Context: an optimization exercise on an open-source flow, tuned for small area, a short achievable clock period and few clock cycles per item. The choices shown serve that exercise and are no tape-out recipe. Power figures rest on the tool's default switching activity, not on a simulated workload.

==> flow/design.v <==
module pwm_minp (
    input  wire        clk,
    input  wire        rst,
    input  wire        in_valid,
    output wire        in_ready,
    input  wire [18:0] in_per,
    input  wire [13:0] in_dly_r,
    input  wire [13:0] in_dly_f,
    input  wire [10:0] in_duty_max,
    input  wire        in_clamp,
    input  wire        in_clear,
    input  wire [7:0]  in_ls,
    input  wire [75:0] in_h,
    input  wire [3:0]  in_centre,
    output reg         out_valid,
    output reg  [7:0]  out_ls,
    output reg  [75:0] out_on,
    output reg  [75:0] out_off,
    output reg  [3:0]  out_drop,
    output reg  [3:0]  out_raise
);
    assign in_ready = 1'b1;
    reg        s0_valid;
    reg [18:0] s0_per;
    reg [13:0] s0_dly_r, s0_dly_f;
    reg [10:0] s0_duty_max;
    reg        s0_clamp, s0_clear;
    reg [7:0]  s0_ls;
    reg [75:0] s0_h;
    reg [3:0]  s0_centre;
    always @(posedge clk) begin
        s0_valid    <= in_valid & ~rst;
        s0_per      <= in_per;
        s0_dly_r    <= in_dly_r;
        s0_dly_f    <= in_dly_f;
        s0_duty_max <= in_duty_max;
        s0_clamp    <= in_clamp;
        s0_clear    <= in_clear;
        s0_ls       <= in_ls;
        s0_h        <= in_h;
        s0_centre   <= in_centre;
    end
    wire [18:0] duty_hi;
    pwm_minp_mul u_mul (.d(s0_duty_max[9:0]), .p(s0_per), .y(duty_hi));
    wire [14:0] thr_h0    = 15'd2000 + s0_dly_r;
    wire [14:0] thr_l0    = 15'd2000 + s0_dly_f;
    wire [18:0] pmt0      = s0_per - thr_l0;
    reg        s1_valid;
    reg [18:0] s1_per, s1_max_h, s1_pmt;
    reg [14:0] s1_thr_h;
    reg        s1_full, s1_clamp;
    reg [7:0]  s1_ls;
    reg [75:0] s1_h;
    reg [3:0]  s1_centre;
    always @(posedge clk) begin
        s1_valid  <= s0_valid & ~rst;
        s1_per    <= s0_per;
        s1_max_h  <= duty_hi | (s0_duty_max[10] ? s0_per : 19'd0);
        s1_pmt    <= pmt0;
        s1_thr_h  <= thr_h0;
        s1_full   <= s0_duty_max[10];
        s1_clamp  <= s0_clamp;
        s1_ls     <= s0_ls;
        s1_h      <= s0_h;
        s1_centre <= s0_centre;
    end
    reg [18:0] cv [0:3];         
    reg [3:0]  cf_low;           
    reg [18:0] per_c;            
    reg rst_q;
    always @(posedge clk) rst_q <= rst;
    always @(posedge clk)
        if (s1_valid) per_c <= s1_per;
    wire c_zero = rst_q | (s0_valid & s0_clear);
    reg        s2_valid;
    reg [18:0] s2_per;
    reg [7:0]  s2_ls;
    reg [75:0] s2_h;
    reg [3:0]  s2_centre, s2_drop, s2_raise;
    genvar l;
    generate
        for (l = 0; l < 4; l = l + 1) begin : g_leg
            wire [18:0] h   = s1_h[19*l +: 19];
            wire        sw  = (s1_ls[2*l +: 2] == 2'd0);
            wire [18:0] v   = cv[l];
            wire        f   = cf_low[l];
            wire r_nz    = |h;
            wire r_sh    = r_nz & (h[18:15] == 4'd0) & (h[14:0] < s1_thr_h);
            wire r_isper = (h == s1_per);
            wire r_sl    = (h > s1_pmt) & ~r_isper;
            wire [19:0] x0 = {1'b0, h};
            wire [19:0] x1 = {1'b0, v};
            wire [19:0] x2 = f ? {1'b1, ~per_c} : 20'd0;
            wire [19:0] cs_s = x0 ^ x1 ^ x2;
            wire [19:0] cs_c = (x0 & x1) | (x0 & x2) | (x1 & x2);
            wire [19:0] hc;
            add_bk #(20) u_hc (.a(cs_s), .b({cs_c[18:0], f}), .ci(1'b0), .s(hc), .co());
            wire neg  = hc[19];
            wire over = ~neg & (hc[18:0] > s1_max_h);
            wire nz_c    = ~neg & (|hc[18:0]);
            wire sh_c    = nz_c & (hc[18:15] == 4'd0) & (hc[14:0] < s1_thr_h);
            wire isper_c = (hc[18:0] == s1_per);      
            wire sl_c    = ~neg & (hc[18:0] > s1_pmt) & ~isper_c;
            wire nz    = over ? r_nz    : nz_c;
            wire sh    = over ? r_sh    : sh_c;
            wire isper = over ? r_isper : isper_c;
            wire sl    = over ? r_sl    : sl_c;
            wire cf    = s1_clamp | over;
            wire dropH  = sh & ~cf;
            wire raiseH = sh & cf;
            wire dropL  = sl & ~cf & s1_full;
            wire raiseL = sl & ~(~cf & s1_full);
            wire [18:0] h1 = over ? h : hc[18:0];
            wire [18:0] h3 = raiseH ? {4'd0, s1_thr_h} : raiseL ? s1_pmt : h1;
            wire isLow  = ~nz | dropH;
            wire isHigh = isper | dropL;
            always @(posedge clk) begin
                if (c_zero) begin
                    cv[l]     <= 19'd0;
                    cf_low[l] <= 1'b0;
                end else if (s1_valid) begin
                    cv[l]     <= (sw & (dropH | dropL)) ? hc[18:0] : 19'd0;
                    cf_low[l] <= sw & dropL;
                end
            end
            always @(posedge clk) begin
                s2_h[19*l +: 19] <= h3;
                s2_ls[2*l +: 2]  <= ~sw ? s1_ls[2*l +: 2] : isLow ? 2'd1 : isHigh ? 2'd2 : 2'd0;
                s2_drop[l]       <= sw & (dropH | dropL);
                s2_raise[l]      <= sw & (raiseH | raiseL);
            end
        end
    endgenerate
    always @(posedge clk) begin
        s2_valid  <= s1_valid & ~rst;
        s2_per    <= s1_per;
        s2_centre <= s1_centre;
    end
    wire [19:0] per1 = {1'b0, s2_per} + 20'd1;
    generate
        for (l = 0; l < 4; l = l + 1) begin : g_place
            wire [18:0] h3  = s2_h[19*l +: 19];
            wire [1:0]  ls  = s2_ls[2*l +: 2];
            wire [19:0] a   = s2_centre[l] ? per1 : {s2_per, 1'b0};
            wire [19:0] b   = s2_centre[l] ? per1 : 20'd0;
            wire [19:0] son, sof;
            add_bk #(20) u_on  (.a(a), .b({1'b1, ~h3}), .ci(1'b1), .s(son), .co());
            add_bk #(20) u_off (.a(b), .b({1'b0, h3}),  .ci(1'b0), .s(sof), .co());
            always @(posedge clk) begin
                out_ls[2*l +: 2]    <= ls;
                out_on[19*l +: 19]  <= (ls == 2'd0) ? son[19:1] : 19'd0;
                out_off[19*l +: 19] <= (ls == 2'd0) ? sof[19:1] : (ls == 2'd2) ? s2_per : 19'd0;
            end
        end
    endgenerate
    always @(posedge clk) begin
        out_valid <= s2_valid & ~rst;
        out_drop  <= s2_drop;
        out_raise <= s2_raise;
    end
endmodule
module pwm_minp_mul (input [9:0] d, input [18:0] p, output [18:0] y);
    wire [28:0] r [0:9];
    genvar i;
    generate for (i = 0; i < 10; i = i + 1) begin : g_pp
        assign r[i] = d[i] ? ({10'd0, p} << i) : 29'd0;
    end endgenerate
    wire [28:0] a1, b1, a2, b2, a3, b3;      
    pwm_minp_csa29 l1a (r[0], r[1], r[2], a1, b1);
    pwm_minp_csa29 l1b (r[3], r[4], r[5], a2, b2);
    pwm_minp_csa29 l1c (r[6], r[7], r[8], a3, b3);
    wire [28:0] a4, b4, a5, b5;              
    pwm_minp_csa29 l2a (a1, b1, a2, a4, b4);
    pwm_minp_csa29 l2b (b2, a3, b3, a5, b5);
    wire [28:0] a6, b6;                      
    pwm_minp_csa29 l3a (a4, b4, a5, a6, b6);
    wire [28:0] a7, b7;                      
    pwm_minp_csa29 l4a (a6, b6, b5, a7, b7);
    wire [28:0] a8, b8;                      
    pwm_minp_csa29 l5a (a7, b7, r[9], a8, b8);
    wire [28:0] sum;
    add_bk #(29) fin (.a(a8), .b(b8), .ci(1'b0), .s(sum), .co());
    assign y = sum[28:10];
endmodule
module pwm_minp_csa29 (input [28:0] x, y, z, output [28:0] s, output [28:0] c);
    assign s = x ^ y ^ z;
    assign c = {(x[27:0] & y[27:0]) | (x[27:0] & z[27:0]) | (y[27:0] & z[27:0]), 1'b0};
endmodule
module add_bk #(parameter W = 20) (
    input  wire [W-1:0] a,
    input  wire [W-1:0] b,
    input  wire         ci,
    output wire [W-1:0] s,
    output wire         co
);
    localparam LG = (W <= 2) ? 1 : (W <= 4) ? 2 : (W <= 8) ? 3 : (W <= 16) ? 4 : (W <= 32) ? 5 : 6;
    reg [W-1:0] g, p;
    reg [W:0]   c;
    integer i, d;
    wire [W-1:0] p0 = a ^ b;
    wire [W-1:0] g0 = a & b;
    always @* begin
        g = g0;
        p = p0;
        g[0] = g[0] | (p[0] & ci);
        for (d = 1; d < (1 << LG); d = d * 2)
            for (i = 2*d - 1; i < W; i = i + 2*d) begin
                g[i] = g[i] | (p[i] & g[i-d]);
                p[i] = p[i] & p[i-d];
            end
        for (d = (1 << (LG - 1)) / 2; d >= 1; d = d / 2)
            for (i = 3*d - 1; i < W; i = i + 2*d) begin
                g[i] = g[i] | (p[i] & g[i-d]);
                p[i] = p[i] & p[i-d];
            end
        c[0] = ci;
        for (i = 0; i < W; i = i + 1) c[i+1] = g[i];
    end
    assign s  = p0 ^ c[W-1:0];
    assign co = c[W];
endmodule
==> flow/config.mk <==
export PLATFORM = sky130hd
export DESIGN_NAME = pwm_minp
export DESIGN_NICKNAME = pwm_minp
export VERILOG_FILES = /design/flow/design.v
export SDC_FILE = /design/flow/constraint.sdc
export NUM_CORES = 4
export LEC_CHECK = 0
export ABC_AREA = 1
export CAP_MARGIN = 20
export CORE_MARGIN = 2
export CORE_UTILIZATION = 40
export CTS_CLUSTER_DIAMETER = 120
export CTS_CLUSTER_SIZE = 25
export SLEW_MARGIN = 30
==> flow/constraint.sdc <==
create_clock -name core_clock -period 26.0 [get_ports {clk}]
set_input_delay 5.2000 -clock core_clock [delete_from_list [all_inputs] [get_ports {clk}]]
set_output_delay 5.2000 -clock core_clock [all_outputs]
set_load 0.01 [all_outputs]
standard.sh (not shown) runs the stock make flow with config.mk's settings and CLKGATE_MAP_FILE= SYNTH_SCRIPT=/design/flow/synth_recipe.tcl, a recipe that flattens the netlist after the stock synthesis.
==> flow/flow/run.sh <==
#!/bin/bash
# The standard layout, with every port buffered by a buf_1 instead of the
# buffer_ports default, and timing repair aiming at 19.5 ns of setup slack.
set -euo pipefail
export BUFFER_PORTS_ARGS="-buffer_cell sky130_fd_sc_hd__buf_1"
export SETUP_SLACK_MARGIN=19.5
bash standard.sh > standard.log 2>&1
Rerun with:
--- a/flow/design.v
+++ b/flow/design.v
@@ -52,13 +52,13 @@
     reg [7:0]  s1_ls;
     reg [75:0] s1_h;
     reg [3:0]  s1_centre;
     always @(posedge clk) begin
         s1_valid  <= s0_valid & ~rst;
         s1_per    <= s0_per;
-        s1_max_h  <= duty_hi | (s0_duty_max[10] ? s0_per : 19'd0);
+        s1_max_h  <= s0_duty_max[10] ? s0_per : duty_hi;
         s1_pmt    <= pmt0;
         s1_thr_h  <= thr_h0;
         s1_full   <= s0_duty_max[10];
         s1_clamp  <= s0_clamp;
         s1_ls     <= s0_ls;
         s1_h      <= s0_h;
@@ -96,24 +96,24 @@
             wire [19:0] hc;
             add_bk #(20) u_hc (.a(cs_s), .b({cs_c[18:0], f}), .ci(1'b0), .s(hc), .co());
             wire neg  = hc[19];
             wire over = ~neg & (hc[18:0] > s1_max_h);
             wire nz_c    = ~neg & (|hc[18:0]);
             wire sh_c    = nz_c & (hc[18:15] == 4'd0) & (hc[14:0] < s1_thr_h);
-            wire isper_c = (hc[18:0] == s1_per);      
+            wire isper_c = ~neg & (hc[18:0] == s1_per);
             wire sl_c    = ~neg & (hc[18:0] > s1_pmt) & ~isper_c;
             wire nz    = over ? r_nz    : nz_c;
             wire sh    = over ? r_sh    : sh_c;
             wire isper = over ? r_isper : isper_c;
             wire sl    = over ? r_sl    : sl_c;
             wire cf    = s1_clamp | over;
             wire dropH  = sh & ~cf;
             wire raiseH = sh & cf;
             wire dropL  = sl & ~cf & s1_full;
             wire raiseL = sl & ~(~cf & s1_full);
-            wire [18:0] h1 = over ? h : hc[18:0];
+            wire [18:0] h1 = over ? h : (neg ? 19'd0 : hc[18:0]);
             wire [18:0] h3 = raiseH ? {4'd0, s1_thr_h} : raiseL ? s1_pmt : h1;
             wire isLow  = ~nz | dropH;
             wire isHigh = isper | dropL;
             always @(posedge clk) begin
                 if (c_zero) begin
                     cv[l]     <= 19'd0;
@@ -133,26 +133,31 @@
     endgenerate
     always @(posedge clk) begin
         s2_valid  <= s1_valid & ~rst;
         s2_per    <= s1_per;
         s2_centre <= s1_centre;
     end
-    wire [19:0] per1 = {1'b0, s2_per} + 20'd1;
+    wire [17:0] phalf = s2_per[18:1] + {17'd0, s2_per[0]};
     generate
         for (l = 0; l < 4; l = l + 1) begin : g_place
             wire [18:0] h3  = s2_h[19*l +: 19];
+            wire [17:0] q   = h3[18:1];
+            wire        r   = h3[0];
             wire [1:0]  ls  = s2_ls[2*l +: 2];
-            wire [19:0] a   = s2_centre[l] ? per1 : {s2_per, 1'b0};
-            wire [19:0] b   = s2_centre[l] ? per1 : 20'd0;
-            wire [19:0] son, sof;
-            add_bk #(20) u_on  (.a(a), .b({1'b1, ~h3}), .ci(1'b1), .s(son), .co());
-            add_bk #(20) u_off (.a(b), .b({1'b0, h3}),  .ci(1'b0), .s(sof), .co());
+            wire        c   = s2_centre[l];
+            wire [18:0] t   = c ? {1'b0, phalf} : s2_per;
+            wire        bo  = r & (~c | s2_per[0]);
+            wire [17:0] u   = c ? phalf : 18'd0;
+            wire        ci  = c & r & ~s2_per[0];
+            wire [18:0] son, sof;
+            add_bk #(19) u_on  (.a(t), .b({1'b1, ~q}), .ci(~bo), .s(son), .co());
+            add_bk #(19) u_off (.a({1'b0, u}), .b({1'b0, q}), .ci(ci), .s(sof), .co());
             always @(posedge clk) begin
                 out_ls[2*l +: 2]    <= ls;
-                out_on[19*l +: 19]  <= (ls == 2'd0) ? son[19:1] : 19'd0;
-                out_off[19*l +: 19] <= (ls == 2'd0) ? sof[19:1] : (ls == 2'd2) ? s2_per : 19'd0;
+                out_on[19*l +: 19]  <= (ls == 2'd0) ? son : 19'd0;
+                out_off[19*l +: 19] <= (ls == 2'd0) ? sof : (ls == 2'd2) ? s2_per : 19'd0;
             end
         end
     endgenerate
     always @(posedge clk) begin
         out_valid <= s2_valid & ~rst;
         out_drop  <= s2_drop;
@@ -160,13 +165,13 @@
     end
 endmodule
 module pwm_minp_mul (input [9:0] d, input [18:0] p, output [18:0] y);
     wire [28:0] r [0:9];
     genvar i;
     generate for (i = 0; i < 10; i = i + 1) begin : g_pp
-        assign r[i] = d[i] ? ({10'd0, p} << i) : 29'd0;
+        assign r[i] = (d[i] | (i == 9)) ? ({10'd0, p} << i) : 29'd0;
     end endgenerate
     wire [28:0] a1, b1, a2, b2, a3, b3;      
     pwm_minp_csa29 l1a (r[0], r[1], r[2], a1, b1);
     pwm_minp_csa29 l1b (r[3], r[4], r[5], a2, b2);
     pwm_minp_csa29 l1c (r[6], r[7], r[8], a3, b3);
     wire [28:0] a4, b4, a5, b5;              
After rerunning: Sequential share of layout area grows by 0.10 points. Power barely changes. Wire length shrinks by 7.5%. First-iteration DRC count grows by 1.0%. Design area shrinks by 0.60%. Core utilization grows by 0.25 points. Worst setup slack degrades by 0.039 ns.
Function was not checked in any run of this note: the RTL went through the layout flow alone.

[static timing again, ports no longer ideal]
Ports are ideal in the flow. The routed layouts listed here were re-timed in OpenROAD.
Step 1 (the two cells are an assumption about what drives the block):
set clk [get_ports {clk}]
set_driving_cell -lib_cell sky130_fd_sc_hd__clkbuf_16 $clk
set_driving_cell -lib_cell sky130_fd_sc_hd__buf_2 [delete_from_list [all_inputs] $clk]
Step 2 also shifts input and output timing later by t, the mid clock arrival at the registers, as if the neighbouring blocks saw the same clock.
Three values: ideal ports, drivers, drivers and shift; two values: the first two.
run	shift t [ns]	setup WS [ns]	clock arrival spread, ns
the first run	0.748	19.570 / 19.491 / 19.679	0.038 / 0.038
the second run	0.726	19.531 / 19.456 / 19.753	0.048 / 0.048
After both steps every run listed still meets setup and hold.
